Context: an optimization exercise on an open-source flow, tuned for small area and a short achievable clock period. The choices shown serve that exercise and are no tape-out recipe. Where RTL was checked, it was by simulation tests only, not by an equivalence proof against the original. No functional check of the RTL was part of runs 1 and 4. No activity file was given, so power comes from the tool's default toggle rates.

<file path="design/flow/flow/run.sh">
#!/bin/bash
# Layout flow: the standard ORFS flow (standard.sh) with two changes.
#  1. Synthesis maps the logic with our own ABC scripts instead of ORFS's:
#     the small modules named in flow/speed_modules.txt with abc_speed.script
#     (ORFS's own speed script), everything else with abc_area.script. It is
#     otherwise the standard synthesis (synth_recipe.tcl, with the
#     settings of config.mk), so the registers keep their names and cells.
#  2. Timing repair aims at the setup slack margins in flow/margin.txt (ns):
#     the first up to clock tree synthesis, the second after it (global
#     route), so that the critical paths are sized for a shorter period than
#     the 48 ns clock. The constraints (clock, I/O delays, loads) are the standard flow's.
#  3. The port buffers are buf_2 cells.
# Each tool's output goes to synth.log / layout_cts.log / layout.log here, and ORFS's own logs
# under orfs/logs.
set -euo pipefail
W=$(pwd)
F=$W/flow
G=$W/flow_gen
mkdir -p "$G"
read -r MARGIN MARGIN2 < "$F/margin.txt"
SPEED=$(tr '\n' ' ' < "$F/speed_modules.txt")

sed "s|log_cmd abc {\*}\$abc_args|log_cmd abc -script $F/abc_speed.script {*}[lrange \$abc_args 2 end] $SPEED\n  log_cmd abc -script $F/abc_area.script {*}[lrange \$abc_args 2 end]|" \
    "$FLOW_HOME/scripts/synth.tcl" > "$G/synth.tcl"
grep -q "abc -script $F/abc_area.script" "$G/synth.tcl"
sed "s|source \$::env(SCRIPTS_DIR)/synth.tcl|source $G/synth.tcl|" synth_recipe.tcl > "$G/synth_recipe.tcl"
grep -q "source $G/synth.tcl" "$G/synth_recipe.tcl"

make -C "$FLOW_HOME" DESIGN_CONFIG="$W/config.mk" WORK_HOME="$W/orfs" CLKGATE_MAP_FILE= \
    SYNTH_SCRIPT="$G/synth_recipe.tcl" synth > "$W/synth.log" 2>&1

# ports get buf_2 buffers (ORFS's buffer_ports otherwise picks a delay cell)
for M in "$MARGIN" "$MARGIN2"; do
    sed "s|\"\${@:-finish}\"|SETUP_SLACK_MARGIN=$M 'BUFFER_PORTS_ARGS=-buffer_cell sky130_fd_sc_hd__buf_2' \"\${@:-finish}\"|" \
        standard.sh > "$G/standard_$M.sh"
    grep -q "SETUP_SLACK_MARGIN=$M" "$G/standard_$M.sh"
done
bash "$G/standard_$MARGIN.sh" cts > "$W/layout_cts.log" 2>&1
bash "$G/standard_$MARGIN2.sh" > "$W/layout.log" 2>&1
</file>
<file path="design/flow/flow/abc_area.script">
&get -n
&st
&dch -f
&nf -R 1000
&put
</file>
<file path="design/flow/flow/abc_speed.script">
&get -n
&st
&dch
&nf
&st
&syn2
&if -g -K 6
&synch2
&nf
&st
&syn2
&if -g -K 6
&synch2
&nf
&st
&syn2
&if -g -K 6
&synch2
&nf
&st
&syn2
&if -g -K 6
&synch2
&nf
&st
&syn2
&if -g -K 6
&synch2
&nf
&put
buffer -c
topo
stime -c
upsize -c
dnsize -c
</file>
<file path="design/flow/flow/margin.txt">
25 20
</file>
<file path="design/flow/flow/speed_modules.txt">
arb_ksub
arb_kcmp
arb_out
arb_vsel
arb_pre
</file>
<file path="design/flow/standard.sh">
#!/bin/bash
# synth_recipe.tcl (not shown) runs the flow's synth.tcl, then flattens the netlist and writes it again
# the make line also repeats each setting of config.mk as NAME=value (left out here)
make -C /OpenROAD-flow-scripts/flow DESIGN_CONFIG=/design/flow/config.mk WORK_HOME=/design/flow/orfs CLKGATE_MAP_FILE= SYNTH_SCRIPT=/design/flow/synth_recipe.tcl "${@:-finish}"
</file>
<file path="design/flow/config.mk">
export PLATFORM = sky130hd
export DESIGN_NAME = arb_res
export DESIGN_NICKNAME = arb_res
export VERILOG_FILES = /design/flow/design.v
export SDC_FILE = /design/flow/constraint.sdc
export NUM_CORES = 8
export LEC_CHECK = 0
export CAP_MARGIN = 20
export CORE_MARGIN = 2
export CORE_UTILIZATION = 60
export CTS_CLUSTER_DIAMETER = 90
export CTS_CLUSTER_SIZE = 28
export SLEW_MARGIN = 20
export SYNTH_HIERARCHICAL = 1
export TNS_END_PERCENT = 10
</file>
<file path="design/flow/constraint.sdc">
create_clock -name core_clock -period 48.0 [get_ports {clk}]
set_input_delay 9.6000 -clock core_clock [delete_from_list [all_inputs] [get_ports {clk}]]
set_output_delay 9.6000 -clock core_clock [all_outputs]
set_load 0.01 [all_outputs]
</file>
<file path="design/flow/design.v">
module arb_res (
    input  wire        clk,
    input  wire        rst,
    input  wire        tick_i,
    input  wire        pause_i,
    input  wire        cmd_valid_i,
    input  wire        cmd_op_i,
    input  wire [5:0]  cmd_id_i,
    input  wire [15:0] cmd_lst_i,
    input  wire        cmd_nodl_i,
    input  wire        cmd_lock_i,
    input  wire        unlock_i,
    output wire        gnt_valid_o,
    output wire [5:0]  gnt_id_o,
    output wire        gnt_lock_o,
    output wire        gnt_miss_o,
    output wire [15:0] gnt_slack_o,
    output wire        locked_o,
    output wire        lock_over_o,
    output wire        lock_reject_o,
    output wire        rewrite_o,
    output wire [6:0]  sat_cnt_o,
    output wire [6:0]  shift_cnt_o,
    output wire [5:0]  ptr_o,
    output wire [15:0] now_o
);
    localparam N = 64;
    localparam W = 17;                    
    reg [N-1:0]  v_q;                     
    reg [N-1:0]  s_q;                     
    reg [N-1:0]  nb_q;                    
    reg [15:0]   kb_q [0:N-1];            
    reg [3:0]    lk_q;                    
    reg [15:0]   now_q;
    reg [5:0]    ptr_q;
    reg          lock_act_q;
    reg [4:0]    lock_beat_q;             
    reg [6:0]    nv_q;                    
    reg [6:0]    sat_cnt_q;
    reg [6:0]    shift_cnt_q;
    wire cmd_new = cmd_valid_i & ~cmd_op_i;
    wire cmd_rw  = cmd_valid_i &  cmd_op_i;
    wire dt      = tick_i & ~pause_i;     
    localparam WL = W + 1;                
    wire [N-1:0] lob;                     
    genvar i;
    generate
        for (i = 0; i < N; i = i + 1) begin : g_lo
            assign lob[i] = (i >= ptr_q);
        end
    endgenerate
    reg  [63:0]     pc1_q;                
    reg  [7:0]      pcr_q;                
    reg  [1:0]      rz_q;                 
    localparam WR = WL - 2;               
    wire [8*WR-1:0] l1_z;  wire [7:0] l1_any, l1_tie;  wire [63:0] l1_sel;  wire [23:0] l1_idx;
    wire [WR-1:0]   l2_z;  wire       l3_any, l3_tie;  wire [7:0]  l2_sel, l2_rem;
    wire [WL-1:0]   l3_z = {rz_q, l2_z};
    generate
        for (i = 0; i < 8; i = i + 1) begin : g_l1
            wire [8*WR-1:0] key;
            genvar j;
            for (j = 0; j < 8; j = j + 1) begin : g_k
                assign key[j*WR +: WR] = {kb_q[8*i+j][14:0], lob[8*i+j]};
            end
            arb_node u (.c0(v_q[8*i +: 8]), .cp(pc1_q[8*i +: 8]), .kb(key), .tie_in(8'b0),
                .z(l1_z[WR*i +: WR]), .any(l1_any[i]), .sel(l1_sel[8*i +: 8]),
                .idx(l1_idx[3*i +: 3]), .tie(l1_tie[i]));
        end
    endgenerate
    arb_root u_l2 (.c0(l1_any), .cp(pcr_q), .kb(l1_z), .tie_in(l1_tie),
        .z(l2_z), .any(l3_any), .sel(l2_sel), .rem(l2_rem), .tie(l3_tie));
    wire [N-1:0] sel;                     
    generate
        for (i = 0; i < N; i = i + 1) begin : g_sel
            assign sel[i] = l1_sel[i] & l2_sel[i/8];
        end
    endgenerate
    wire [N-1:0] hit;                     
    generate
        for (i = 0; i < N; i = i + 1) begin : g_hit
            assign hit[i] = (cmd_id_i == i);
        end
    endgenerate
    wire [7:0] preg, hitg;
    arb_pre u_pre (.cmd_id(cmd_id_i), .ptr(ptr_q), .lob(lob), .l1_sel(l1_sel),
        .preg(preg), .hitg(hitg));
    wire lkg = |(l1_sel[47:44] & lk_q);   
    wire [W-1:0] l3_min = ~l3_z[WL-1:1];
    wire        ties = l3_tie;
    integer k;
    wire        new_v, rw_v;
    arb_vsel u_vsel (.cmd_valid(cmd_valid_i), .cmd_op(cmd_op_i), .cmd_id(cmd_id_i), .v(v_q),
        .new_v(new_v), .rw_v(rw_v));
    wire [15:0] kc;
    arb_ksub u_ksub (.lst(cmd_lst_i), .now(now_q), .kc(kc));
    wire        n_lt, n_eq;
    arb_kcmp u_kcmp (.a({1'b0, cmd_nodl_i, kc}), .b({~l3_any, l3_min}), .lt(n_lt), .eq(n_eq));
    wire lock_end = lock_act_q & (lock_beat_q == 5'd31);
    wire held     = lock_act_q & ~lock_end;
    wire free     = ~pause_i & ~held;
    wire lk_ok    = cmd_id_i[5:2] == 4'b1011;
    wire new_w, tie;
    arb_out u_out (.new_v(new_v), .n_lt(n_lt), .n_eq(n_eq), .ties(ties), .rem(l2_rem),
        .preg(preg), .hitg(hitg), .idg(l1_idx), .lkg(lkg), .rw_v(rw_v), .free_any(free & l3_any),
        .kc(kc), .mn(l3_min), .cmd_id(cmd_id_i), .cmd_nodl(cmd_nodl_i),
        .lock_n(cmd_lock_i & lk_ok), .new_w(new_w), .tie(tie), .gnt_id(gnt_id_o),
        .gnt_lock(gnt_lock_o), .gnt_slack(gnt_slack_o), .gnt_miss(gnt_miss_o),
        .rewrite(rewrite_o));
    assign gnt_valid_o = free & (new_v | l3_any);
    assign locked_o      = held;
    assign lock_over_o   = lock_end;
    assign ptr_o         = ptr_q;
    assign now_o         = now_q;
    assign lock_reject_o = new_v & cmd_lock_i & ~lk_ok;
    assign sat_cnt_o     = sat_cnt_q;
    assign shift_cnt_o   = shift_cnt_q;
    wire gs_any = gnt_valid_o & ~new_w;           
    wire gn     = gnt_valid_o &  new_w;           
    wire [15:0] kc_t  = dt ? kc - 16'd1 : kc;
    wire        sat_c = tick_i & ~kc_t[15] & (~kc_t[14] | (kc_t[13:0] == 14'd0));
    wire [15:0] kc_st = sat_c ? 16'd0 : kc_t;
    wire [N-1:0] chk;                     
    wire [N-1:0] nx_v, nx_nb, nx_k;       
    wire new_st = new_v & ~gn;            
    generate
        for (i = 0; i < N; i = i + 1) begin : g_slot
            wire [15:0] kb_nx;
            wire        s_nx, v_nx;
            arb_slot u (.kb(kb_q[i]), .s(s_q[i]), .v(v_q[i]), .hit(hit[i]), .gs(gs_any & sel[i]),
                .new_st(new_st), .cmd_rw(cmd_rw), .dt(dt), .tick(tick_i), .kc_st(kc_st),
                .sat_c(sat_c), .kb_nx(kb_nx), .s_nx(s_nx), .v_nx(v_nx), .chk(chk[i]));
            assign nx_v[i]  = v_nx;
            assign nx_nb[i] = (new_st & hit[i]) ? ~cmd_nodl_i : nb_q[i];
            assign nx_k[i]  = kb_nx[15];
            always @(posedge clk) begin
                kb_q[i] <= kb_nx;
                nb_q[i] <= nx_nb[i];
            end
            always @(posedge clk) begin
                if (rst)
                    v_q[i] <= 1'b0;
                else
                    v_q[i] <= v_nx;
                s_q[i] <= s_nx;
            end
        end
    endgenerate
    wire [63:0] pc1_nx;
    wire [15:0] pz1_nx;
    wire [7:0]  pcr_nx;
    wire [1:0]  rz_nx;
    generate
        for (i = 0; i < 8; i = i + 1) begin : g_p1
            arb_dstage u (.c(nx_v[8*i +: 8]), .hb(nx_nb[8*i +: 8]), .lb(nx_k[8*i +: 8]),
                .zh(pz1_nx[2*i+1]), .zl(pz1_nx[2*i]), .cn(pc1_nx[8*i +: 8]));
        end
    endgenerate
    wire [7:0] any_nx;
    wire [7:0] pzh_nx, pzl_nx;
    generate
        for (i = 0; i < 8; i = i + 1) begin : g_pa
            assign any_nx[i] = |nx_v[8*i +: 8];
            assign pzh_nx[i] = pz1_nx[2*i+1];
            assign pzl_nx[i] = pz1_nx[2*i];
        end
    endgenerate
    arb_dstage u_pr (.c(any_nx), .hb(pzh_nx), .lb(pzl_nx), .zh(rz_nx[1]), .zl(rz_nx[0]), .cn(pcr_nx));
    always @(posedge clk) begin
        if (rst) begin
            pc1_q <= 64'd0;
            pcr_q <= 8'd0;
            rz_q  <= 2'd0;
        end else begin
            pc1_q <= pc1_nx;
            pcr_q <= pcr_nx;
            rz_q  <= rz_nx;
        end
    end
    wire [6:0] chk_cnt;
    arb_popcount u_pc (.x(chk), .n(chk_cnt));
    wire chk_g   = gs_any & |(sel & chk);
    wire cmd_sat = sat_c & (new_st | (rw_v & ~s_q[cmd_id_i] & ~(gs_any & |(l2_sel & hitg))));
    wire [6:0] sat_cnt = chk_cnt - {6'd0, chk_g} + {6'd0, cmd_sat};
    wire [6:0] nv_nx = nv_q + {6'd0, new_st} - {6'd0, gs_any};
    always @(posedge clk) begin
        if (new_st & lk_ok)
            lk_q[cmd_id_i[1:0]] <= cmd_lock_i;
    end
    always @(posedge clk) begin
        if (rst) begin
            nv_q        <= 7'd0;
            sat_cnt_q   <= 7'd0;
            shift_cnt_q <= 7'd0;
            now_q       <= 16'd0;
            ptr_q       <= 6'd0;
            lock_act_q  <= 1'b0;
        end else begin
            nv_q        <= nv_nx;
            sat_cnt_q   <= tick_i ? sat_cnt : 7'd0;
            shift_cnt_q <= (tick_i & pause_i) ? nv_nx : 7'd0;
            now_q       <= now_q + {15'd0, tick_i};
            if (gnt_valid_o & tie)
                ptr_q <= gnt_id_o + 6'd1;
            if (gnt_valid_o & gnt_lock_o)
                lock_act_q <= 1'b1;
            else if (lock_act_q & (lock_end | unlock_i))
                lock_act_q <= 1'b0;
        end
    end
    always @(posedge clk) begin
        if (gnt_valid_o & gnt_lock_o)
            lock_beat_q <= 5'd0;
        else if (lock_act_q)
            lock_beat_q <= lock_beat_q + 5'd1;
    end
endmodule
module arb_slot (
    input  wire [15:0] kb,
    input  wire        s,
    input  wire        v,
    input  wire        hit,                 
    input  wire        gs,                  
    input  wire        new_st,              
    input  wire        cmd_rw,
    input  wire        dt,
    input  wire        tick,
    input  wire [15:0] kc_st,
    input  wire        sat_c,
    output wire [15:0] kb_nx,
    output wire        s_nx,
    output wire        v_nx,
    output wire        chk
);
    wire [15:0] k = ~kb;
    wire stn  = new_st & hit;
    wire rwh  = cmd_rw & hit & v & ~s;
    wire load = stn | (rwh & ~gs);
    wire [16:0] bw;                         
    assign bw[0] = dt;
    genvar j;
    generate
        for (j = 0; j < 16; j = j + 1) begin : g_bw
            assign bw[j+1] = bw[j] & kb[j];
        end
    endgenerate
    wire [15:0] kd = k ^ bw[15:0];
    wire lz   = (k[13:1] == 13'd0);
    wire r0   = ~k[15] & (~k[14] | (lz & ~k[0]));
    wire r1   = ~k[15] & (k[14] ? lz : ~(lz & ~k[0]));
    wire ck   = tick & (dt ? r1 : r0);
    wire zero = s | ck;
    wire keep = ~load & ~zero;
    assign v_nx  = (v & ~gs) | stn;
    assign chk   = v & ~s & ~rwh & ck;
    assign kb_nx = ~(({16{load}} & kc_st) | ({16{keep}} & kd));
    assign s_nx  = load ? sat_c : (v_nx & zero);
endmodule
module arb_ksub (
    input  wire [15:0] lst,
    input  wire [15:0] now,
    output wire [15:0] kc
);
    assign kc = (lst - now) ^ 16'h8000;
endmodule
module arb_kcmp (
    input  wire [17:0] a,
    input  wire [17:0] b,
    output wire        lt,
    output wire        eq
);
    assign lt = a < b;
    assign eq = a == b;
endmodule
module arb_out (
    input  wire        new_v,
    input  wire        n_lt,                
    input  wire        n_eq,                
    input  wire        ties,                
    input  wire [7:0]  rem,
    input  wire [7:0]  preg,
    input  wire [7:0]  hitg,
    input  wire [23:0] idg,
    input  wire        lkg,                 
    input  wire        rw_v,                
    input  wire        free_any,
    input  wire [15:0] kc,
    input  wire [16:0] mn,                  
    input  wire [5:0]  cmd_id,
    input  wire        cmd_nodl,
    input  wire        lock_n,
    output wire        new_w,
    output wire        tie,
    output wire [5:0]  gnt_id,
    output wire        gnt_lock,
    output wire [15:0] gnt_slack,
    output wire        gnt_miss,
    output wire        rewrite
);
    wire [8:0] d [0:7];
    wire [8:0] a [0:3];
    wire [8:0] b [0:1];
    wire [3:0] ya;
    wire [1:0] yb;
    genvar g;
    generate
        for (g = 0; g < 8; g = g + 1) begin : g_d
            assign d[g] = {g[2:0], idg[3*g +: 3], preg[g], hitg[g], (g == 5) ? lkg : 1'b0};
        end
        for (g = 0; g < 4; g = g + 1) begin : g_a
            assign a[g]  = rem[2*g] ? d[2*g] : d[2*g+1];
            assign ya[g] = rem[2*g] | rem[2*g+1];
        end
        for (g = 0; g < 2; g = g + 1) begin : g_b
            assign b[g]  = ya[2*g] ? a[2*g] : a[2*g+1];
            assign yb[g] = ya[2*g] | ya[2*g+1];
        end
    endgenerate
    wire [8:0] f       = yb[0] ? b[0] : b[1];
    wire [5:0] ids     = f[8:3];
    wire       n_first = ~f[2];                
    wire       lock_s  = f[0];
    assign rewrite = rw_v & ~(free_any & f[1]);
    assign new_w = new_v & (n_lt | (n_eq & n_first));
    assign tie   = new_v ? (n_eq | (~n_lt & ties)) : ties;
    wire [15:0] kw = new_w ? kc : mn[15:0];
    wire        nw = new_w ? cmd_nodl : mn[16];
    assign gnt_id    = new_w ? cmd_id : ids;
    assign gnt_lock  = new_w ? lock_n : lock_s;
    assign gnt_slack = kw ^ 16'h8000;
    assign gnt_miss  = ~nw & ~kw[15];
endmodule
module arb_vsel (
    input  wire        cmd_valid,
    input  wire        cmd_op,
    input  wire [5:0]  cmd_id,
    input  wire [63:0] v,
    output wire        new_v,
    output wire        rw_v
);
    wire vc = v[cmd_id];
    assign new_v = cmd_valid & ~cmd_op & ~vc;
    assign rw_v  = cmd_valid &  cmd_op &  vc;
endmodule
module arb_pre (
    input  wire [5:0]  cmd_id,
    input  wire [5:0]  ptr,
    input  wire [63:0] lob,                 
    input  wire [63:0] l1_sel,
    output wire [7:0]  preg,
    output wire [7:0]  hitg
);
    wire        c_ge_p = cmd_id >= ptr;
    wire [63:0] pre, hit;
    genvar i;
    generate
        for (i = 0; i < 64; i = i + 1) begin : g_i
            wire lt_c = (i < cmd_id);
            assign pre[i] = c_ge_p ? (lob[i] & lt_c) : (lob[i] | lt_c);
            assign hit[i] = (cmd_id == i);
        end
        for (i = 0; i < 8; i = i + 1) begin : g_g
            assign preg[i] = |(l1_sel[8*i +: 8] & pre[8*i +: 8]);
            assign hitg[i] = |(l1_sel[8*i +: 8] & hit[8*i +: 8]);
        end
    endgenerate
endmodule
module arb_popcount (
    input  wire [63:0] x,
    output reg  [6:0]  n
);
    integer i;
    always @* begin
        n = 7'd0;
        for (i = 0; i < 64; i = i + 1)
            n = n + {6'd0, x[i]};
    end
endmodule
module arb_node #(parameter WL = 16) (
    input  wire [7:0]      c0,
    input  wire [7:0]      cp,                 
    input  wire [8*WL-1:0] kb,
    input  wire [7:0]      tie_in,
    output wire [WL-1:0]   z,
    output wire            any,
    output wire [7:0]      sel,
    output wire [2:0]      idx,
    output wire            tie
);
    localparam D = WL / 2;
    wire [7:0] cs [0:D];
    wire [7:0] cm;                         
    assign cs[D] = cp;
    genvar d, j;
    generate
        for (d = D-1; d >= 0; d = d - 1) begin : g_d
            wire [7:0] hb, lb;
            for (j = 0; j < 8; j = j + 1) begin : g_j
                assign hb[j] = kb[j*WL+2*d+1];
                assign lb[j] = kb[j*WL+2*d];
            end
            if (d == 0) begin : g_last
                arb_dstage_last u (.c(cs[d+1]), .hb(hb), .lb(lb), .zh(z[2*d+1]), .zl(z[2*d]),
                    .cn(cs[d]), .ch(cm));
            end else begin : g_mid
                arb_dstage u (.c(cs[d+1]), .hb(hb), .lb(lb), .zh(z[2*d+1]), .zl(z[2*d]),
                    .cn(cs[d]));
            end
        end
    endgenerate
    wire [7:0] cl = cs[0];
    wire [7:0] seen;                       
    assign seen[0] = 1'b0;
    generate
        for (j = 1; j < 8; j = j + 1) begin : g_seen
            assign seen[j] = |cl[j-1:0];
        end
    endgenerate
    assign sel = cl & ~seen;
    assign idx = {|sel[7:4], sel[7] | sel[6] | sel[3] | sel[2], sel[7] | sel[5] | sel[3] | sel[1]};
    reg [1:0] cnt;                         
    integer k;
    always @* begin
        cnt = 2'd0;
        for (k = 0; k < 8; k = k + 1)
            if (cm[k]) cnt = (cnt == 2'd0) ? 2'd1 : 2'd2;
    end
    assign tie = cnt[1] | |(sel & tie_in);
    assign any = |c0;
endmodule
module arb_root #(parameter WL = 16) (
    input  wire [7:0]      c0,
    input  wire [7:0]      cp,                 
    input  wire [8*WL-1:0] kb,
    input  wire [7:0]      tie_in,
    output wire [WL-1:0]   z,
    output wire            any,
    output wire [7:0]      sel,
    output wire [7:0]      rem,
    output wire            tie
);
    localparam D = WL / 2;
    wire [7:0] cs [0:D];
    wire [7:0] cm;                         
    assign cs[D] = cp;
    genvar d, j;
    generate
        for (d = D-1; d >= 0; d = d - 1) begin : g_d
            wire [7:0] hb, lb;
            for (j = 0; j < 8; j = j + 1) begin : g_j
                assign hb[j] = kb[j*WL+2*d+1];
                assign lb[j] = kb[j*WL+2*d];
            end
            if (d == 0) begin : g_last
                arb_dstage_last u (.c(cs[d+1]), .hb(hb), .lb(lb), .zh(z[2*d+1]), .zl(z[2*d]),
                    .cn(cs[d]), .ch(cm));
            end else begin : g_mid
                arb_dstage u (.c(cs[d+1]), .hb(hb), .lb(lb), .zh(z[2*d+1]), .zl(z[2*d]),
                    .cn(cs[d]));
            end
        end
    endgenerate
    wire [7:0] cl = cs[0];
    wire [7:0] seen;                       
    assign seen[0] = 1'b0;
    generate
        for (j = 1; j < 8; j = j + 1) begin : g_seen
            assign seen[j] = |cl[j-1:0];
        end
    endgenerate
    assign sel = cl & ~seen;
    assign rem = cl;
    reg [1:0] cnt;                         
    integer k;
    always @* begin
        cnt = 2'd0;
        for (k = 0; k < 8; k = k + 1)
            if (cm[k]) cnt = (cnt == 2'd0) ? 2'd1 : 2'd2;
    end
    assign tie = cnt[1] | |(sel & tie_in);
    assign any = |c0;
endmodule
module arb_dstage (
    input  wire [7:0] c,
    input  wire [7:0] hb,
    input  wire [7:0] lb,
    output wire       zh,
    output wire       zl,
    output wire [7:0] cn
);
    wire nzh;
    arb_dcore u (.c(c), .hb(hb), .lb(lb), .zh(zh), .zl(zl), .nzh(nzh), .cn(cn));
endmodule
module arb_dstage_last (
    input  wire [7:0] c,
    input  wire [7:0] hb,
    input  wire [7:0] lb,
    output wire       zh,
    output wire       zl,
    output wire [7:0] cn,
    output wire [7:0] ch
);
    wire nzh;
    arb_dcore u (.c(c), .hb(hb), .lb(lb), .zh(zh), .zl(zl), .nzh(nzh), .cn(cn));
    genvar j;
    generate
        for (j = 0; j < 8; j = j + 1) begin : g_j
            arb_o21a u_m (.a1(hb[j]), .a2(nzh), .b1(c[j]), .x(ch[j]));
        end
    endgenerate
endmodule
module arb_dcore (
    input  wire [7:0] c,
    input  wire [7:0] hb,
    input  wire [7:0] lb,
    output wire       zh,
    output wire       zl,
    output wire       nzh,
    output wire [7:0] cn
);
    wire [7:0] yh, ya, yb;
    wire [1:0] ph, pa, pb;
    wire       na, nb, nzl;
    genvar j;
    generate
        for (j = 0; j < 8; j = j + 1) begin : g_j
            arb_nand2 u_h (.a(c[j]), .b(hb[j]), .y(yh[j]));            
            arb_nand3 u_a (.a(c[j]), .b(hb[j]), .c(lb[j]), .y(ya[j]));  
            arb_nand2 u_b (.a(c[j]), .b(lb[j]), .y(yb[j]));            
            arb_o221a u_c (.a1(hb[j]), .a2(nzh), .b1(lb[j]), .b2(nzl), .c1(c[j]), .x(cn[j]));
        end
        for (j = 0; j < 2; j = j + 1) begin : g_q
            arb_nand4 u_h (.a(yh[4*j]), .b(yh[4*j+1]), .c(yh[4*j+2]), .d(yh[4*j+3]), .y(ph[j]));
            arb_nand4 u_a (.a(ya[4*j]), .b(ya[4*j+1]), .c(ya[4*j+2]), .d(ya[4*j+3]), .y(pa[j]));
            arb_nand4 u_b (.a(yb[4*j]), .b(yb[4*j+1]), .c(yb[4*j+2]), .d(yb[4*j+3]), .y(pb[j]));
        end
    endgenerate
    arb_nor2  u_nh (.a(ph[0]), .b(ph[1]), .y(nzh));        
    arb_inv   u_zh (.a(nzh), .y(zh));
    arb_nor2  u_na (.a(pa[0]), .b(pa[1]), .y(na));
    arb_nor2  u_nb (.a(pb[0]), .b(pb[1]), .y(nb));
    arb_mux2  u_l  (.a0(na), .a1(nb), .s(nzh), .x(nzl));   
    arb_inv   u_zl (.a(nzl), .y(zl));
endmodule
module arb_inv (input wire a, output wire y);
    assign y = ~a;
endmodule
module arb_nand2 (input wire a, input wire b, output wire y);
    assign y = ~(a & b);
endmodule
module arb_nand3 (input wire a, input wire b, input wire c, output wire y);
    assign y = ~(a & b & c);
endmodule
module arb_nand4 (input wire a, input wire b, input wire c, input wire d, output wire y);
    assign y = ~(a & b & c & d);
endmodule
module arb_mux2 (input wire a0, input wire a1, input wire s, output wire x);
    assign x = s ? a1 : a0;
endmodule
module arb_nor2 (input wire a, input wire b, output wire y);
    assign y = ~(a | b);
endmodule
module arb_o21a (input wire a1, input wire a2, input wire b1, output wire x);
    assign x = (a1 | a2) & b1;
endmodule
module arb_o221a (input wire a1, input wire a2, input wire b1, input wire b2, input wire c1,
                  output wire x);
    assign x = (a1 | a2) & (b1 | b2) & c1;
endmodule
</file>
==> impl_metrics.xml, run 1 <==
<?xml version="1.0" encoding="UTF-8"?>
<metrics>
  <group name="run_status">
    <metric name="status" unit="">timing/DRC/antenna clean</metric>
  </group>
  <group name="drt">
    <metric name="drt_wl_total" unit="um">397500</metric>
    <metric name="routed_via_density" unit="">7.128</metric>
    <metric name="antenna_violation_net_count_after_detailed_routing" unit="">0</metric>
    <metric name="drc_errors" unit="">0</metric>
    <metric name="detail_route.wl_per_cell" unit="um">28.04</metric>
    <metric name="detailedRoute.firstPassIterationCount" unit="">10</metric>
    <metric name="first_iter_violations" unit="">13930</metric>
    <metric name="vias" unit="">101000</metric>
  </group>
  <group name="die">
    <metric name="design.portCount" unit="">96</metric>
    <metric name="coreArea" unit="sq um">151700</metric>
    <metric name="rows" unit="">143</metric>
    <metric name="initial_utilization" unit="">0.6034</metric>
    <metric name="width_of_the_die" unit="um">394.6</metric>
    <metric name="fp.dieH" unit="um">394.6</metric>
    <metric name="die-area" unit="sq um">155700</metric>
  </group>
  <group name="place">
    <metric name="port_buffers" unit="">95</metric>
    <metric name="dpl_ws" unit="ps">18660</metric>
    <metric name="gpl.final_weighted_congestion" unit="">1.129</metric>
    <metric name="place_hpwl" unit="um">298800</metric>
  </group>
  <group name="timing">
    <metric name="finalClockSkew" unit="ps">63.15</metric>
    <metric name="timing.final.crit_share" unit="">0.4997</metric>
    <metric name="worstMarginPinSlew" unit="ps">1283</metric>
    <metric name="clock.fmax" unit="MHz">41.69</metric>
    <metric name="slew_headroom" unit="">0.1445</metric>
    <metric name="post-route-worst-setup-slack" unit="ps">24010</metric>
    <metric name="fin_setup_tns" unit="ps">0</metric>
    <metric name="rsz0062_at_grt" unit="">no</metric>
    <metric name="hold_viol" unit="">0</metric>
    <metric name="maxSlewViolCount" unit="">0</metric>
    <metric name="final_period_minus_worst_setup_slack" unit="ps">23990</metric>
    <metric name="finalSetupViolCount" unit="">0</metric>
  </group>
  <group name="clocking">
    <metric name="clock_tree.buffer_depth" unit="">3</metric>
    <metric name="cts-hold-fix-buffers" unit="">0</metric>
    <metric name="numClockSinks" unit="">1343</metric>
    <metric name="tritoncts_clock_tree" unit="">built</metric>
    <metric name="clk-insertion-delay-late" unit="ps">760</metric>
    <metric name="clkSlewWorstSetupHoldPaths" unit="ps">110</metric>
    <metric name="cts_max_level" unit="">3</metric>
    <metric name="clock_tree.root_cell" unit="">clkbuf_16</metric>
    <metric name="tritoncts_buffer_count" unit="">70</metric>
  </group>
  <group name="power_and_ir_drop">
    <metric name="p_comb_frac" unit="">0.368</metric>
    <metric name="cellInternalPower" unit="mW">2.447</metric>
    <metric name="vdd_drop_max" unit="mV">0.04567</metric>
    <metric name="power.static_leakage" unit="nW">39.94</metric>
    <metric name="netSwitchingFraction" unit="">0.4693</metric>
    <metric name="power_frac_seq" unit="">0.472</metric>
    <metric name="portion_of_total_power_attributed_to_the_clock_network" unit="">0.160</metric>
    <metric name="pwr_density_cell" unit="nW/um^2">45.68</metric>
    <metric name="p_sw" unit="mW">2.165</metric>
  </group>
  <group name="critical_path">
    <metric name="rr_worst_depth" unit="">79</metric>
    <metric name="setup.reg_to_reg.worst_slack" unit="ps">27450</metric>
    <metric name="worstPathMaxFanout" unit="">12</metric>
    <metric name="reg_to_reg_startpoint" unit="">kb_q[47][14]$_DFF_P_</metric>
    <metric name="endpoint_kind" unit="">primary output</metric>
    <metric name="cp_slowest_stage_delay" unit="ps">790</metric>
    <metric name="crit_type" unit="">flop to primary output</metric>
    <metric name="critical_path.startpoint_type" unit="">flop</metric>
    <metric name="crit-reg2reg-capture" unit="">pcr_q[4]$_SDFF_PP0_</metric>
    <metric name="cp_common_cell" unit="">nand2_1</metric>
    <metric name="worst_ep_arrival_time" unit="ps">14390</metric>
    <metric name="endpoint" unit="">gnt_id_o[0]</metric>
    <metric name="crit_path_top_delay_cell" unit="">o21ai_0</metric>
    <metric name="cp-startpoint" unit="">kb_q[47][14]$_DFF_P_</metric>
    <metric name="worst_ep_required" unit="ps">38400</metric>
  </group>
  <group name="synth">
    <metric name="synth.avg_cell_area" unit="sq um">7.895</metric>
    <metric name="synthesis.yosys.warnings" unit="">13</metric>
    <metric name="syn_area" unit="sq um">91550</metric>
    <metric name="syn-instance-count" unit="">11600</metric>
  </group>
  <group name="grt">
    <metric name="global_route_wire_length_before_repair" unit="um">586900</metric>
    <metric name="grt_max_degree" unit="">84</metric>
    <metric name="grt.total_usage" unit="">0.4878</metric>
    <metric name="number_of_global_route_vias_before_repair" unit="">95980</metric>
    <metric name="grt-ovfl-total" unit="">0</metric>
    <metric name="grt_antenna_before_repair" unit="">6</metric>
  </group>
  <group name="layout">
    <metric name="fill_cell_count" unit="">12690</metric>
    <metric name="layout-drive-gt1-share" unit="">0.07363</metric>
    <metric name="area.growth.synth_to_final" unit="%">10.27</metric>
    <metric name="final_nets" unit="">13250</metric>
    <metric name="layout.cells.most_common" unit="">nand2_1</metric>
    <metric name="layout_common_cells" unit="">nand2_1, nor2_1, dfxtp_1, a21oi_1, ha_1</metric>
  </group>
  <group name="job">
    <metric name="drv.max_cap_violation_count" unit="">0</metric>
  </group>
  <group name="worst_hold_path">
    <metric name="hold_class" unit="">flop to flop</metric>
  </group>
</metrics>
[metrics by stage]
stage	power, mW	cell area [sq um]	utilization	hold slack (ps)	std cells
final	4.612	101000	0.6654	530.9	14180
after CTS	4.523	100900	0.6652	530.1	14170
after global routing	4.885	100900	0.6653	544.7	14170
after global placement	3.651	96250	0.6343	480.1	13940
after detailed placement	3.787	96330	0.6349	507.2	13950
after floorplan	3.044	91810	-	467.2	11660
[how the worst min path moves through the flow]
stage               slack [ps]  cells past startpoint                           to                        start
global placement           480                      2  lock_beat_q[4]$_SDFFE_PP0P_  lock_beat_q[4]$_SDFFE_PP0P_
CTS                        530                      2             nb_q[30]$_DFF_P_             nb_q[30]$_DFF_P_
global route               540                      2             nb_q[42]$_DFF_P_             nb_q[42]$_DFF_P_
finish                     530                      2             nb_q[30]$_DFF_P_             nb_q[30]$_DFF_P_
detailed placement         510                      2  lock_beat_q[3]$_SDFFE_PP0P_  lock_beat_q[3]$_SDFFE_PP0P_
floorplan                  470                      2  lock_beat_q[4]$_SDFFE_PP0P_  lock_beat_q[4]$_SDFFE_PP0P_
[what timing repair did]
action	in CTS	in global routing
setup endpoints to repair	623	0
gates resized for setup	416	0
setup buffers	109	0
[state kept, by name (all words and copies together), names as in the netlist]
name         count
lock_beat_q      5
nv_q             7
lk_q             4
now_q           16
lock_act_q       1
rz_q             2
shift_cnt_q      7
kb_q          1024
pc1_q           64
nb_q            64
s_q             64
sat_cnt_q        7
ptr_q            6
v_q             64
pcr_q            8
[worst max-delay path, delay by kind of cell, from the launching register on]
kind                   cells  cell delay (ps)
and+or+nand+nor           28             4930
AOI/OAI and AO/OA         10             3630
buffers and inverters      5             1050
muxes                     10             3530
DFF                        1              390
[power groups by stage]
stage | Combinational (mW) | Clock [mW] | Sequential [mW]
detailed placement | 1.63 | 0 | 2.16
CTS | 1.65 | 0.736 | 2.14
global placement | 1.51 | 0 | 2.14
global route | 1.90 | 0.771 | 2.21
finish | 1.70 | 0.738 | 2.18
floorplan | 1.12 | 0 | 1.92
[final cells by class]
class	count	area, sq um	area share
Timing Repair Buffer	413	3192	0.03162
Inverter	501	1906	0.01888
Multi-Input combinational cell	9776	64060	0.6345
Clock buffer	74	1788	0.01771
Sequential cell	1343	26930	0.2667
Tap cell	2030	2540	0.02516
Clock inverter	35	531.8	0.005267
Antenna cell	5	12.51	0.0001239
[metal layers]
metal  GRT usage  up-vias  part of all wire  wire [um]
met3      0.1303     1947              0.13      49850
met4      0.3728        2             0.093      36940
met1      0.5750    47570              0.35     139900
li1            -    44190                 -          -
met5    0.001539        -          0.000025         10
met2      0.7564     7345              0.43     170800
==> inputs of run 2 (changes only) <==
--- a/design/flow/design.v
+++ b/design/flow/design.v
@@ -51,8 +51,8 @@
     endgenerate
     reg  [63:0]     pc1_q;                
     reg  [7:0]      pcr_q;                
-    reg  [1:0]      rz_q;                 
-    localparam WR = WL - 2;               
+    reg  [3:0]      rz_q;                 
+    localparam WR = WL - 4;               
     wire [8*WR-1:0] l1_z;  wire [7:0] l1_any, l1_tie;  wire [63:0] l1_sel;  wire [23:0] l1_idx;
     wire [WR-1:0]   l2_z;  wire       l3_any, l3_tie;  wire [7:0]  l2_sel, l2_rem;
     wire [WL-1:0]   l3_z = {rz_q, l2_z};
@@ -61,7 +61,7 @@
             wire [8*WR-1:0] key;
             genvar j;
             for (j = 0; j < 8; j = j + 1) begin : g_k
-                assign key[j*WR +: WR] = {kb_q[8*i+j][14:0], lob[8*i+j]};
+                assign key[j*WR +: WR] = {kb_q[8*i+j][12:0], lob[8*i+j]};
             end
             arb_node u (.c0(v_q[8*i +: 8]), .cp(pc1_q[8*i +: 8]), .kb(key), .tie_in(8'b0),
                 .z(l1_z[WR*i +: WR]), .any(l1_any[i]), .sel(l1_sel[8*i +: 8]),
@@ -121,7 +121,7 @@
     wire        sat_c = tick_i & ~kc_t[15] & (~kc_t[14] | (kc_t[13:0] == 14'd0));
     wire [15:0] kc_st = sat_c ? 16'd0 : kc_t;
     wire [N-1:0] chk;                     
-    wire [N-1:0] nx_v, nx_nb, nx_k;       
+    wire [N-1:0] nx_v, nx_nb, nx_k, nx_k14, nx_k13;    
     wire new_st = new_v & ~gn;            
     generate
         for (i = 0; i < N; i = i + 1) begin : g_slot
@@ -133,6 +133,8 @@
             assign nx_v[i]  = v_nx;
             assign nx_nb[i] = (new_st & hit[i]) ? ~cmd_nodl_i : nb_q[i];
             assign nx_k[i]  = kb_nx[15];
+            assign nx_k14[i] = kb_nx[14];
+            assign nx_k13[i] = kb_nx[13];
             always @(posedge clk) begin
                 kb_q[i] <= kb_nx;
                 nb_q[i] <= nx_nb[i];
@@ -146,31 +148,31 @@
             end
         end
     endgenerate
-    wire [63:0] pc1_nx;
-    wire [15:0] pz1_nx;
-    wire [7:0]  pcr_nx;
-    wire [1:0]  rz_nx;
+    wire [63:0] pc8_nx, pc1_nx;
+    wire [7:0]  z8h, z8l, z7h, z7l;
     generate
         for (i = 0; i < 8; i = i + 1) begin : g_p1
-            arb_dstage u (.c(nx_v[8*i +: 8]), .hb(nx_nb[8*i +: 8]), .lb(nx_k[8*i +: 8]),
-                .zh(pz1_nx[2*i+1]), .zl(pz1_nx[2*i]), .cn(pc1_nx[8*i +: 8]));
+            arb_dstage u8 (.c(nx_v[8*i +: 8]), .hb(nx_nb[8*i +: 8]), .lb(nx_k[8*i +: 8]),
+                .zh(z8h[i]), .zl(z8l[i]), .cn(pc8_nx[8*i +: 8]));
+            arb_dstage u7 (.c(pc8_nx[8*i +: 8]), .hb(nx_k14[8*i +: 8]), .lb(nx_k13[8*i +: 8]),
+                .zh(z7h[i]), .zl(z7l[i]), .cn(pc1_nx[8*i +: 8]));
         end
     endgenerate
     wire [7:0] any_nx;
-    wire [7:0] pzh_nx, pzl_nx;
     generate
         for (i = 0; i < 8; i = i + 1) begin : g_pa
             assign any_nx[i] = |nx_v[8*i +: 8];
-            assign pzh_nx[i] = pz1_nx[2*i+1];
-            assign pzl_nx[i] = pz1_nx[2*i];
         end
     endgenerate
-    arb_dstage u_pr (.c(any_nx), .hb(pzh_nx), .lb(pzl_nx), .zh(rz_nx[1]), .zl(rz_nx[0]), .cn(pcr_nx));
+    wire [7:0] pcr8_nx, pcr_nx;
+    wire [3:0] rz_nx;
+    arb_dstage u_pr8 (.c(any_nx), .hb(z8h), .lb(z8l), .zh(rz_nx[3]), .zl(rz_nx[2]), .cn(pcr8_nx));
+    arb_dstage u_pr7 (.c(pcr8_nx), .hb(z7h), .lb(z7l), .zh(rz_nx[1]), .zl(rz_nx[0]), .cn(pcr_nx));
     always @(posedge clk) begin
         if (rst) begin
             pc1_q <= 64'd0;
             pcr_q <= 8'd0;
-            rz_q  <= 2'd0;
+            rz_q  <= 4'd0;
         end else begin
             pc1_q <= pc1_nx;
             pcr_q <= pcr_nx;
@@ -261,7 +263,46 @@
     input  wire [15:0] now,
     output wire [15:0] kc
 );
-    assign kc = (lst - now) ^ 16'h8000;
+    wire [15:0] p;                        
+    wire [15:0] gk [0:4];                 
+    wire [15:0] pk [0:3];
+    genvar i, l;
+    generate
+        for (i = 0; i < 16; i = i + 1) begin : g_pg
+            arb_xnor2 u_p (.a(lst[i]), .b(now[i]), .y(p[i]));
+            if (i == 0) begin : g_c0                       
+                arb_nand2b u_g (.a_n(lst[0]), .b(now[0]), .y(gk[0][0]));
+            end else begin : g_g
+                arb_andn u_g (.a(lst[i]), .b(now[i]), .x(gk[0][i]));
+            end
+            assign pk[0][i] = p[i];
+        end
+        for (l = 0; l < 4; l = l + 1) begin : g_l
+            for (i = 0; i < 16; i = i + 1) begin : g_i
+                if (i >= (1 << l)) begin : g_m
+                    arb_a21o u_g (.a1(pk[l][i]), .a2(gk[l][i - (1 << l)]), .b1(gk[l][i]),
+                        .x(gk[l+1][i]));
+                    if (l < 3 && i >= (2 << l)) begin : g_p
+                        arb_and2 u_p (.a(pk[l][i]), .b(pk[l][i - (1 << l)]), .x(pk[l+1][i]));
+                    end else begin : g_np
+                        assign pk[l+1][i] = 1'b0;
+                    end
+                end else begin : g_pass
+                    assign gk[l+1][i] = gk[l][i];
+                    assign pk[l+1][i] = 1'b0;
+                end
+            end
+        end
+        for (i = 0; i < 16; i = i + 1) begin : g_s
+            if (i == 0) begin : g_s0
+                arb_xor2 u_s (.a(lst[0]), .b(now[0]), .y(kc[0]));
+            end else if (i == 15) begin : g_s15
+                arb_xnor2 u_s (.a(p[15]), .b(gk[4][14]), .y(kc[15]));
+            end else begin : g_si
+                arb_xor2 u_s (.a(p[i]), .b(gk[4][i-1]), .y(kc[i]));
+            end
+        end
+    endgenerate
 endmodule
 module arb_kcmp (
     input  wire [17:0] a,
@@ -376,7 +417,7 @@
             n = n + {6'd0, x[i]};
     end
 endmodule
-module arb_node #(parameter WL = 16) (
+module arb_node #(parameter WL = 14) (
     input  wire [7:0]      c0,
     input  wire [7:0]      cp,                 
     input  wire [8*WL-1:0] kb,
@@ -428,7 +469,7 @@
     assign tie = cnt[1] | |(sel & tie_in);
     assign any = |c0;
 endmodule
-module arb_root #(parameter WL = 16) (
+module arb_root #(parameter WL = 14) (
     input  wire [7:0]      c0,
     input  wire [7:0]      cp,                 
     input  wire [8*WL-1:0] kb,
@@ -554,6 +595,24 @@
 module arb_nand4 (input wire a, input wire b, input wire c, input wire d, output wire y);
     assign y = ~(a & b & c & d);
 endmodule
+module arb_xor2 (input wire a, input wire b, output wire y);
+    assign y = a ^ b;
+endmodule
+module arb_xnor2 (input wire a, input wire b, output wire y);
+    assign y = ~(a ^ b);
+endmodule
+module arb_andn (input wire a, input wire b, output wire x);
+    assign x = a & ~b;
+endmodule
+module arb_and2 (input wire a, input wire b, output wire x);
+    assign x = a & b;
+endmodule
+module arb_a21o (input wire a1, input wire a2, input wire b1, output wire x);
+    assign x = (a1 & a2) | b1;
+endmodule
+module arb_nand2b (input wire a_n, input wire b, output wire y);
+    assign y = a_n | ~b;
+endmodule
 module arb_mux2 (input wire a0, input wire a1, input wire s, output wire x);
     assign x = s ? a1 : a0;
 endmodule
==> design/flow/flow/margin.txt (replaced) <==
26 20
==> design/flow/flow/speed_modules.txt (replaced) <==
arb_kcmp
arb_out
arb_vsel
arb_pre
--- a/design/flow/config.mk
+++ b/design/flow/config.mk
@@ -8,8 +8,8 @@
 export CAP_MARGIN = 20
 export CORE_MARGIN = 2
 export CORE_UTILIZATION = 60
-export CTS_CLUSTER_DIAMETER = 90
-export CTS_CLUSTER_SIZE = 28
+export CTS_CLUSTER_DIAMETER = 80
+export CTS_CLUSTER_SIZE = 24
 export SLEW_MARGIN = 20
 export SYNTH_HIERARCHICAL = 1
 export TNS_END_PERCENT = 10
==> impl_metrics.xml, run 2 <==
<?xml version="1.0" encoding="UTF-8"?>
<metrics>
  <group name="layout">
    <metric name="largest_register_ff_count" unit="">1024</metric>
    <metric name="registers.top_by_ff_count" unit="">kb_q</metric>
    <metric name="layout-drive-gt1-share" unit="">0.07180</metric>
    <metric name="final_nets" unit="">13250</metric>
    <metric name="fill_cell_count" unit="">12180</metric>
    <metric name="area.sequential" unit="sq um">26970</metric>
    <metric name="final_cell_count_no_fill" unit="">14230</metric>
    <metric name="layout.cells.most_common" unit="">nand2_1</metric>
    <metric name="layout_common_cells" unit="">nand2_1, nor2_1, dfxtp_1, a21oi_1, ha_1</metric>
    <metric name="area.growth.synth_to_final" unit="%">11.60</metric>
    <metric name="multiInputGateArea" unit="sq um">64280</metric>
  </group>
  <group name="timing">
    <metric name="worstMarginPinSlew" unit="ps">1369</metric>
    <metric name="rsz0062_at_grt" unit="">no</metric>
    <metric name="finalClockSkew" unit="ps">56.29</metric>
    <metric name="clock.fmax" unit="MHz">43.03</metric>
    <metric name="fin_setup_tns" unit="ps">0</metric>
    <metric name="final_period_minus_worst_setup_slack" unit="ps">23240</metric>
    <metric name="finalSetupViolCount" unit="">0</metric>
    <metric name="slew_headroom" unit="">0.08527</metric>
    <metric name="hold_viol" unit="">0</metric>
    <metric name="timing.final.crit_share" unit="">0.4842</metric>
    <metric name="maxSlewViolCount" unit="">0</metric>
  </group>
  <group name="die">
    <metric name="die-area" unit="sq um">155700</metric>
    <metric name="initial_utilization" unit="">0.6034</metric>
    <metric name="rows" unit="">143</metric>
    <metric name="coreArea" unit="sq um">151700</metric>
    <metric name="design.portCount" unit="">96</metric>
    <metric name="fp.dieH" unit="um">394.6</metric>
    <metric name="width_of_the_die" unit="um">394.6</metric>
  </group>
  <group name="power_and_ir_drop">
    <metric name="vdd_drop_max" unit="mV">0.05250</metric>
    <metric name="pwr_density_cell" unit="nW/um^2">46.92</metric>
    <metric name="power.static_leakage" unit="nW">40.27</metric>
  </group>
  <group name="clocking">
    <metric name="numClockSinks" unit="">1345</metric>
    <metric name="clkSlewWorstSetupHoldPaths" unit="ps">90</metric>
    <metric name="tritoncts_clock_tree" unit="">built</metric>
    <metric name="clk-insertion-delay-late" unit="ps">790</metric>
    <metric name="tritoncts_buffer_count" unit="">85</metric>
    <metric name="clock_tree.root_cell" unit="">clkbuf_16</metric>
    <metric name="clock_tree.buffer_depth" unit="">3</metric>
    <metric name="cts-hold-fix-buffers" unit="">0</metric>
    <metric name="cts_max_level" unit="">3</metric>
  </group>
  <group name="grt">
    <metric name="global_route_wire_length_before_repair" unit="um">595000</metric>
    <metric name="number_of_global_route_vias_before_repair" unit="">95660</metric>
    <metric name="grt_max_degree" unit="">81</metric>
    <metric name="grt.total_usage" unit="">0.4960</metric>
    <metric name="grt_antenna_before_repair" unit="">26</metric>
    <metric name="grt-ovfl-total" unit="">0</metric>
  </group>
  <group name="critical_path">
    <metric name="worstPathMaxFanout" unit="">18</metric>
    <metric name="critical_path.startpoint_type" unit="">flop</metric>
    <metric name="worst_ep_arrival_time" unit="ps">13640</metric>
    <metric name="worst_ep_required" unit="ps">38400</metric>
    <metric name="crit_path_top_delay_cell" unit="">or4_4</metric>
    <metric name="endpoint_kind" unit="">primary output</metric>
    <metric name="cp_top_family" unit="">simple AND/OR/NAND/NOR gates</metric>
    <metric name="cp_slowest_stage_delay" unit="ps">720</metric>
    <metric name="crit_type" unit="">flop to primary output</metric>
    <metric name="critPathBufInv" unit="">8</metric>
  </group>
  <group name="drt">
    <metric name="detail_route.wl_per_cell" unit="um">28.44</metric>
    <metric name="first_iter_violations" unit="">14960</metric>
    <metric name="drt_wl_total" unit="um">404700</metric>
    <metric name="detailedRoute.firstPassIterationCount" unit="">10</metric>
    <metric name="vias" unit="">101900</metric>
    <metric name="routed_via_density" unit="">7.163</metric>
    <metric name="antenna_violation_net_count_after_detailed_routing" unit="">0</metric>
    <metric name="drc_errors" unit="">0</metric>
  </group>
  <group name="synth">
    <metric name="syn-instance-count" unit="">11590</metric>
    <metric name="syn_area" unit="sq um">91560</metric>
    <metric name="synth.avg_cell_area" unit="sq um">7.898</metric>
    <metric name="synthesis.yosys.warnings" unit="">14</metric>
  </group>
  <group name="worst_hold_path">
    <metric name="hold_class" unit="">flop to flop</metric>
  </group>
  <group name="place">
    <metric name="place_hpwl" unit="um">300300</metric>
    <metric name="gpl.final_weighted_congestion" unit="">1.102</metric>
    <metric name="numPlacedInstances" unit="">13940</metric>
    <metric name="port_buffers" unit="">95</metric>
  </group>
  <group name="job">
    <metric name="drv.max_cap_violation_count" unit="">0</metric>
  </group>
  <group name="run_status">
    <metric name="status" unit="">timing/DRC/antenna clean</metric>
  </group>
</metrics>
==> run 2: timing repair <==
item	CTS	global route
gates resized for setup	382	0
setup buffers	108	0
endpoints found under the setup margin	94	0
==> run 2: path summary, 6_finish.rpt <==
kind                              from                  end  slack [ps]  cells past startpoint
setup / recovery  kb_q[40][12]$_DFF_P_            rewrite_o       24760                     50
hold / removal        nb_q[21]$_DFF_P_     nb_q[21]$_DFF_P_         540                      2
setup reg to reg  kb_q[40][12]$_DFF_P_  pcr_q[7]$_SDFF_PP0_       26500                     76
hold reg to reg       nb_q[21]$_DFF_P_     nb_q[21]$_DFF_P_         540                      2
==> run 2: worst min-delay path: cells and delay by family (launching register included) <==
kind            cells  cell delay [ps]
compound gates      1               80
simple gates        1               90
flops               1              310
==> run 2: power by group <==
part | internal [mW] | switching, mW
clock network | 0.376 | 0.476
registers | 1.52 | 0.624
logic | 0.654 | 1.14
total | 2.55 | 2.24
==> run 2: metal layers <==
metal | wire (um) | up-vias | share of wire | track usage
met1 | 145900 | 47720 | 0.36 | 0.6044
met4 | 36580 | 24 | 0.090 | 0.3625
met3 | 54670 | 2128 | 0.14 | 0.1549
met5 | 192 | - | 0.00047 | 0.001847
li1 | - | 44230 | - | -
met2 | 167300 | 7828 | 0.41 | 0.7358
==> run 2: final cells by class <==
cell class | instances | share of cell area
diodes | 27 | 0.0006612
clock buffers | 90 | 0.02131
clock inverters | 55 | 0.007727
inverters | 479 | 0.01776
multi-input cells | 9792 | 0.6291
flip-flops and latches | 1345 | 0.2639
well taps | 2030 | 0.02486
repair buffers | 412 | 0.03473
==> run 2: through the flow <==
stage          utilization  total power, mW  setup WS, ps  hold WS [ps]  area, sq um
2_1_floorplan            -            3.071         25560         467.2        91850
3_3_place_gp        0.6345            3.660         21980         481.5        96270
3_5_place_dp        0.6345            3.810         21850         508.4        96270
4_1_cts             0.6730            4.680         25200         529.3       102100
5_1_grt             0.6730            5.053         24440         557.7       102100
6_report            0.6735            4.794         24760         536.5       102200
==> inputs of run 3 (changes only) <==
==> design/flow/flow/margin.txt (replaced) <==
25 20
==> impl_metrics.xml, run 3 <==
<?xml version="1.0" encoding="UTF-8"?>
<metrics>
  <group name="timing">
    <metric name="timing.final.crit_share" unit="">0.4900</metric>
    <metric name="finalSetupViolCount" unit="">0</metric>
    <metric name="hold_viol" unit="">0</metric>
    <metric name="final_period_minus_worst_setup_slack" unit="ps">23520</metric>
    <metric name="worstMarginPinSlew" unit="ps">1385</metric>
    <metric name="finalClockSkew" unit="ps">50.10</metric>
    <metric name="maxSlewViolCount" unit="">0</metric>
    <metric name="slew_headroom" unit="">0.07472</metric>
    <metric name="post-route-worst-setup-slack" unit="ps">24480</metric>
    <metric name="fin_setup_tns" unit="ps">0</metric>
    <metric name="clock.fmax" unit="MHz">42.52</metric>
    <metric name="rsz0062_at_grt" unit="">no</metric>
  </group>
  <group name="die">
    <metric name="die-area" unit="sq um">155700</metric>
    <metric name="coreArea" unit="sq um">151700</metric>
    <metric name="fp.dieH" unit="um">394.6</metric>
    <metric name="design.portCount" unit="">96</metric>
    <metric name="initial_utilization" unit="">0.6034</metric>
    <metric name="rows" unit="">143</metric>
    <metric name="width_of_the_die" unit="um">394.6</metric>
  </group>
  <group name="critical_path">
    <metric name="crit_path_top_delay_cell" unit="">mux2_1</metric>
    <metric name="worst_ep_required" unit="ps">38400</metric>
    <metric name="cp_top_family" unit="">simple AND/OR/NAND/NOR gates</metric>
    <metric name="crit_type" unit="">flop to primary output</metric>
    <metric name="critical_path.startpoint_type" unit="">flop</metric>
    <metric name="cp_slowest_stage_delay" unit="ps">570</metric>
    <metric name="critPathBufInv" unit="">10</metric>
    <metric name="worst_ep_arrival_time" unit="ps">13920</metric>
    <metric name="endpoint_kind" unit="">primary output</metric>
    <metric name="worstPathMaxFanout" unit="">18</metric>
  </group>
  <group name="drt">
    <metric name="antenna_violation_net_count_after_detailed_routing" unit="">0</metric>
    <metric name="detail_route.wl_per_cell" unit="um">28.11</metric>
    <metric name="first_iter_violations" unit="">14810</metric>
    <metric name="vias" unit="">101400</metric>
    <metric name="drt_wl_total" unit="um">398200</metric>
    <metric name="routed_via_density" unit="">7.161</metric>
    <metric name="drc_errors" unit="">0</metric>
    <metric name="detailedRoute.firstPassIterationCount" unit="">13</metric>
  </group>
  <group name="synth">
    <metric name="synthesis.yosys.warnings" unit="">14</metric>
    <metric name="synth.avg_cell_area" unit="sq um">7.898</metric>
    <metric name="syn_area" unit="sq um">91560</metric>
    <metric name="syn-instance-count" unit="">11590</metric>
  </group>
  <group name="grt">
    <metric name="grt.total_usage" unit="">0.4890</metric>
    <metric name="grt-ovfl-total" unit="">0</metric>
    <metric name="grt_max_degree" unit="">81</metric>
    <metric name="number_of_global_route_vias_before_repair" unit="">94910</metric>
    <metric name="grt_antenna_before_repair" unit="">22</metric>
    <metric name="global_route_wire_length_before_repair" unit="um">587600</metric>
  </group>
  <group name="clocking">
    <metric name="cts_max_level" unit="">3</metric>
    <metric name="clkSlewWorstSetupHoldPaths" unit="ps">90</metric>
    <metric name="numClockSinks" unit="">1345</metric>
    <metric name="clock_tree.buffer_depth" unit="">3</metric>
    <metric name="tritoncts_clock_tree" unit="">built</metric>
    <metric name="cts-hold-fix-buffers" unit="">0</metric>
    <metric name="clk-insertion-delay-late" unit="ps">780</metric>
    <metric name="tritoncts_buffer_count" unit="">85</metric>
    <metric name="clock_tree.root_cell" unit="">clkbuf_16</metric>
  </group>
  <group name="job">
    <metric name="drv.max_cap_violation_count" unit="">0</metric>
  </group>
  <group name="place">
    <metric name="place_hpwl" unit="um">300300</metric>
    <metric name="port_buffers" unit="">95</metric>
    <metric name="detailed_place.area" unit="sq um">96270</metric>
    <metric name="gpl.final_weighted_congestion" unit="">1.102</metric>
    <metric name="dpl_ws" unit="ps">21850</metric>
  </group>
  <group name="power_and_ir_drop">
    <metric name="vdd_drop_max" unit="mV">0.05297</metric>
    <metric name="power.static_leakage" unit="nW">39.69</metric>
    <metric name="pwr_density_cell" unit="nW/um^2">47.20</metric>
  </group>
  <group name="layout">
    <metric name="final_nets" unit="">13190</metric>
    <metric name="largest_register_ff_count" unit="">1024</metric>
    <metric name="final_core_util" unit="">0.6654</metric>
    <metric name="registers.top_by_ff_count" unit="">kb_q</metric>
    <metric name="layout_common_cells" unit="">nand2_1, nor2_1, dfxtp_1, a21oi_1, ha_1</metric>
    <metric name="layout-drive-gt1-share" unit="">0.06404</metric>
    <metric name="layout.cells.most_common" unit="">nand2_1</metric>
    <metric name="area.growth.synth_to_final" unit="%">10.27</metric>
    <metric name="fin_area" unit="sq um">101000</metric>
  </group>
  <group name="worst_hold_path">
    <metric name="hold_class" unit="">flop to flop</metric>
  </group>
  <group name="run_status">
    <metric name="status" unit="">timing/DRC/antenna clean</metric>
  </group>
</metrics>
run 3: cell count changes in the layout (fill, tap and decap cells not counted), sizes merged:
cell and change:
buf -48, bufbuf -7, diode -8
run 3: worst min-delay path: cells and delay by family, from the launching register on:
kind	cells	cell delay (ps)
flops	1	310
simple gates	1	90
compound gates	1	80
run 3: cell type report:
type | count | area [sq um]
multi-input cells | 9792 | 63940
well taps | 2030 | 2540
flip-flops and latches | 1345 | 26970
clock inverters | 55 | 789.5
inverters | 479 | 1813
repair buffers | 357 | 2696
clock buffers | 90 | 2177
fillers | 12370 | 50760
diodes | 19 | 47.55
run 3: metal layers:
metal	share of wire	up-vias	wire [um]	global-route usage
met5	0.00058	-	232	0
met1	0.36	47470	144600	0.6011
met2	0.42	7715	165400	0.7293
met4	0.088	20	35230	0.3473
li1	-	44130	-	-
met3	0.13	2117	52720	0.1457
run 3: power breakdown:
group          total [mW]  internal [mW]  switching, mW
Combinational        1.77          0.643           1.13
Sequential           2.14           1.52          0.622
Clock               0.849          0.376          0.473
Total                4.77           2.54           2.22
run 3: through the flow:
step | total power, mW | std cells | hold WS [ps]
global route | 5.034 | 14150 | 557.6
floorplan | 3.071 | 11660 | 467.2
finish | 4.766 | 14170 | 532.4
global placement | 3.660 | 13940 | 481.5
detailed placement | 3.810 | 13940 | 508.4
CTS | 4.664 | 14150 | 529.3
run 3: worst paths after layout:
kind,endpoint,startpoint,slack (ps),cells after the start
min,nb_q[62]$_DFF_P_,nb_q[62]$_DFF_P_,530,2
max reg2reg,rz_q[0]$_SDFF_PP0_,kb_q[2][12]$_DFF_P_,26060,74
min reg2reg,nb_q[62]$_DFF_P_,nb_q[62]$_DFF_P_,530,2
max,gnt_slack_o[3],kb_q[2][12]$_DFF_P_,24480,54
run 3: timing repair:
action / CTS / global route
setup buffers: 61 / 0
resized for setup: 269 / 0
setup endpoints to repair: 37 / 0
==> inputs of run 4 (changes only) <==
--- a/design/flow/design.v
+++ b/design/flow/design.v
@@ -95,7 +95,7 @@
     wire [15:0] kc;
     arb_ksub u_ksub (.lst(cmd_lst_i), .now(now_q), .kc(kc));
     wire        n_lt, n_eq;
-    arb_kcmp u_kcmp (.a({1'b0, cmd_nodl_i, kc}), .b({~l3_any, l3_min}), .lt(n_lt), .eq(n_eq));
+    arb_kcmp u_kcmp (.a({1'b0, cmd_nodl_i, kc}), .bz({l3_any, l3_z[WL-1:1]}), .lt(n_lt), .eq(n_eq));
     wire lock_end = lock_act_q & (lock_beat_q == 5'd31);
     wire held     = lock_act_q & ~lock_end;
     wire free     = ~pause_i & ~held;
@@ -306,12 +306,42 @@
 endmodule
 module arb_kcmp (
     input  wire [17:0] a,
-    input  wire [17:0] b,
+    input  wire [17:0] bz,
     output wire        lt,
     output wire        eq
 );
-    assign lt = a < b;
-    assign eq = a == b;
+    wire [17:0] g0, e0;                   
+    genvar i;
+    generate
+        for (i = 0; i < 18; i = i + 1) begin : g_b
+            arb_nor2 u_g (.a(bz[i]), .b(a[i]), .y(g0[i]));
+            arb_xor2 u_e (.a(a[i]), .b(bz[i]), .y(e0[i]));
+        end
+    endgenerate
+    wire [7:0] g1, e1;
+    wire [3:0] g2, e2;
+    wire [1:0] g3, e3;
+    wire       g4, e4, gl, el;
+    generate
+        for (i = 0; i < 8; i = i + 1) begin : g_l1
+            arb_a21o u_g (.a1(e0[2*i+3]), .a2(g0[2*i+2]), .b1(g0[2*i+3]), .x(g1[i]));
+            arb_and2 u_e (.a(e0[2*i+3]), .b(e0[2*i+2]), .x(e1[i]));
+        end
+        for (i = 0; i < 4; i = i + 1) begin : g_l2
+            arb_a21o u_g (.a1(e1[2*i+1]), .a2(g1[2*i]), .b1(g1[2*i+1]), .x(g2[i]));
+            arb_and2 u_e (.a(e1[2*i+1]), .b(e1[2*i]), .x(e2[i]));
+        end
+        for (i = 0; i < 2; i = i + 1) begin : g_l3
+            arb_a21o u_g (.a1(e2[2*i+1]), .a2(g2[2*i]), .b1(g2[2*i+1]), .x(g3[i]));
+            arb_and2 u_e (.a(e2[2*i+1]), .b(e2[2*i]), .x(e3[i]));
+        end
+    endgenerate
+    arb_a21o u_g4 (.a1(e3[1]), .a2(g3[0]), .b1(g3[1]), .x(g4));
+    arb_and2 u_e4 (.a(e3[1]), .b(e3[0]), .x(e4));
+    arb_a21o u_gl (.a1(e0[1]), .a2(g0[0]), .b1(g0[1]), .x(gl));
+    arb_and2 u_el (.a(e0[1]), .b(e0[0]), .x(el));
+    arb_a21o u_lt (.a1(e4), .a2(gl), .b1(g4), .x(lt));
+    arb_and2 u_eq (.a(e4), .b(el), .x(eq));
 endmodule
 module arb_out (
     input  wire        new_v,
==> design/flow/flow/speed_modules.txt (replaced) <==
arb_out
arb_vsel
arb_pre
==> impl_metrics.xml, run 4 <==
<?xml version="1.0" encoding="UTF-8"?>
<metrics>
  <group name="run_status">
    <metric name="status" unit="">timing/DRC/antenna clean</metric>
  </group>
  <group name="clocking">
    <metric name="clock_tree.buffer_depth" unit="">3</metric>
    <metric name="cts_max_level" unit="">3</metric>
    <metric name="tritoncts_clock_tree" unit="">built</metric>
    <metric name="tritoncts_buffer_count" unit="">87</metric>
    <metric name="clk-insertion-delay-late" unit="ps">780</metric>
    <metric name="clkSlewWorstSetupHoldPaths" unit="ps">100</metric>
    <metric name="numClockSinks" unit="">1345</metric>
  </group>
  <group name="drt">
    <metric name="antenna_violation_net_count_after_detailed_routing" unit="">0</metric>
    <metric name="routed-wl-met2" unit="um">163000</metric>
    <metric name="detail_route.wl_per_cell" unit="um">27.52</metric>
    <metric name="vias" unit="">100600</metric>
    <metric name="first_iter_violations" unit="">14170</metric>
    <metric name="wirelength_met1" unit="um">144600</metric>
    <metric name="drc_errors" unit="">0</metric>
    <metric name="routed_via_density" unit="">7.102</metric>
  </group>
  <group name="place">
    <metric name="gpl.final_weighted_congestion" unit="">1.116</metric>
    <metric name="place_hpwl" unit="um">296600</metric>
    <metric name="port_buffers" unit="">95</metric>
    <metric name="numPlacedInstances" unit="">13950</metric>
  </group>
  <group name="timing">
    <metric name="timing.final.crit_share" unit="">0.4932</metric>
    <metric name="maxSlewViolCount" unit="">0</metric>
    <metric name="worstMarginPinSlew" unit="ps">1169</metric>
    <metric name="fin_setup_tns" unit="ps">0</metric>
    <metric name="post-route-worst-setup-slack" unit="ps">24330</metric>
    <metric name="slew_headroom" unit="">0.2206</metric>
    <metric name="finalSetupViolCount" unit="">0</metric>
    <metric name="finalClockSkew" unit="ps">41.70</metric>
    <metric name="hold_viol" unit="">0</metric>
    <metric name="rsz0062_at_grt" unit="">no</metric>
  </group>
  <group name="die">
    <metric name="initial_utilization" unit="">0.6033</metric>
    <metric name="fp.dieH" unit="um">394.6</metric>
    <metric name="die-area" unit="sq um">155700</metric>
    <metric name="coreArea" unit="sq um">151700</metric>
    <metric name="width_of_the_die" unit="um">394.6</metric>
    <metric name="rows" unit="">143</metric>
  </group>
  <group name="layout">
    <metric name="area.sequential" unit="sq um">26970</metric>
    <metric name="fill_cell_count" unit="">12810</metric>
    <metric name="layout.cells.most_common" unit="">nand2_1</metric>
    <metric name="area.growth.synth_to_final" unit="%">10.22</metric>
    <metric name="final_nets" unit="">13180</metric>
    <metric name="registers.top_by_ff_count" unit="">kb_q</metric>
    <metric name="final_core_util" unit="">0.6650</metric>
    <metric name="layout-drive-gt1-share" unit="">0.06201</metric>
    <metric name="final_cell_count_no_fill" unit="">14170</metric>
    <metric name="multiInputGateArea" unit="sq um">63870</metric>
  </group>
  <group name="grt">
    <metric name="grt_antenna_before_repair" unit="">9</metric>
    <metric name="grt.total_usage" unit="">0.4778</metric>
    <metric name="number_of_global_route_vias_before_repair" unit="">94030</metric>
    <metric name="grt_max_degree" unit="">72</metric>
    <metric name="global_route_wire_length_before_repair" unit="um">575500</metric>
    <metric name="grt-ovfl-total" unit="">0</metric>
  </group>
  <group name="critical_path">
    <metric name="reg_to_reg_startpoint" unit="">kb_q[62][12]$_DFF_P_</metric>
    <metric name="crit_type" unit="">flop to primary output</metric>
    <metric name="worst_ep_required" unit="ps">38400</metric>
    <metric name="worstPathMaxFanout" unit="">34</metric>
    <metric name="cp_common_cell" unit="">nand4_1</metric>
    <metric name="cp_slowest_stage_delay" unit="ps">530</metric>
    <metric name="endpoint_kind" unit="">primary output</metric>
    <metric name="worst_ep_arrival_time" unit="ps">14070</metric>
    <metric name="crit_path_top_delay_cell" unit="">mux2_1</metric>
    <metric name="critical_path.startpoint_type" unit="">flop</metric>
  </group>
  <group name="synth">
    <metric name="syn_area" unit="sq um">91540</metric>
    <metric name="synth.avg_cell_area" unit="sq um">7.895</metric>
    <metric name="synthesis.yosys.warnings" unit="">14</metric>
  </group>
  <group name="worst_hold_path">
    <metric name="hold_class" unit="">flop to flop</metric>
    <metric name="worst_hold_startpoint" unit="">lock_beat_q[4]$_SDFFE_PP0P_</metric>
  </group>
  <group name="power_and_ir_drop">
    <metric name="power.total" unit="mW">4.685</metric>
    <metric name="pwr_density_cell" unit="nW/um^2">46.43</metric>
    <metric name="vdd_drop_max" unit="mV">0.05124</metric>
  </group>
  <group name="job">
    <metric name="drv.max_cap_violation_count" unit="">0</metric>
  </group>
</metrics>
[run 4: area by class of cell]
type | instances | share of cell area
antenna | 9 | 0.0002232
clock buffer | 97 | 0.02287
clock inverter | 55 | 0.008061
inverter | 460 | 0.01721
multi-input combinational | 9812 | 0.6330
sequential | 1345 | 0.2673
tap | 2030 | 0.02517
timing repair buffer | 358 | 0.02620
[run 4: layer usage]
metal  global-route usage  up-vias
li1                     -    44100
met1               0.5984    47680
met2               0.7189     7110
met3               0.1384     1713
met4               0.3034        8
met5                    0        -
[run 4: path summary, 6_finish.rpt]
check	end	slack [ps]	cells after the start
setup / recovery	gnt_id_o[0]	24330	49
hold / removal	lock_beat_q[4]$_SDFFE_PP0P_	520	2
setup reg to reg	pcr_q[2]$_SDFF_PP0_	26930	73
hold reg to reg	lock_beat_q[4]$_SDFFE_PP0P_	520	2
[run 4: through the flow]
step	hold WS [ps]	instance area (sq um)
finish	517.4	100900
CTS	518.1	100900
global route	532.4	100900
detailed placement	496.4	96330
floorplan	467.2	91830
global placement	483.4	96330
[run 4: what timing repair did]
item,CTS,global route
setup buffers,51,0
hold buffers,0,0
gates resized for setup,246,0
setup endpoints to repair,36,0
hold endpoints to repair,0,0
[run 4: worst max-delay path, delay by kind of cell, from the launching register on]
kind / cells / cell delay, ps
mux: 8 / 3930
simple gates: 24 / 3790
compound gates: 10 / 3390
buf+inv: 7 / 1770
flops: 1 / 370
[run 4: power breakdown]
group | total [mW] | leakage, nW | internal [mW] | switching, mW
clock | 0.879 | 1.51 | 0.396 | 0.483
combinational | 1.71 | 27.0 | 0.617 | 1.10
sequential | 2.09 | 11.0 | 1.50 | 0.591

Re-timed with assumed drivers on the ports (clkbuf_16 on the clock, buf_2 on other inputs), run 4 has 24.240 ns of setup slack against 24.326 ns with ideal ports, and 24.691 ns once port delays also move by the mid clock arrival of 0.847 ns.
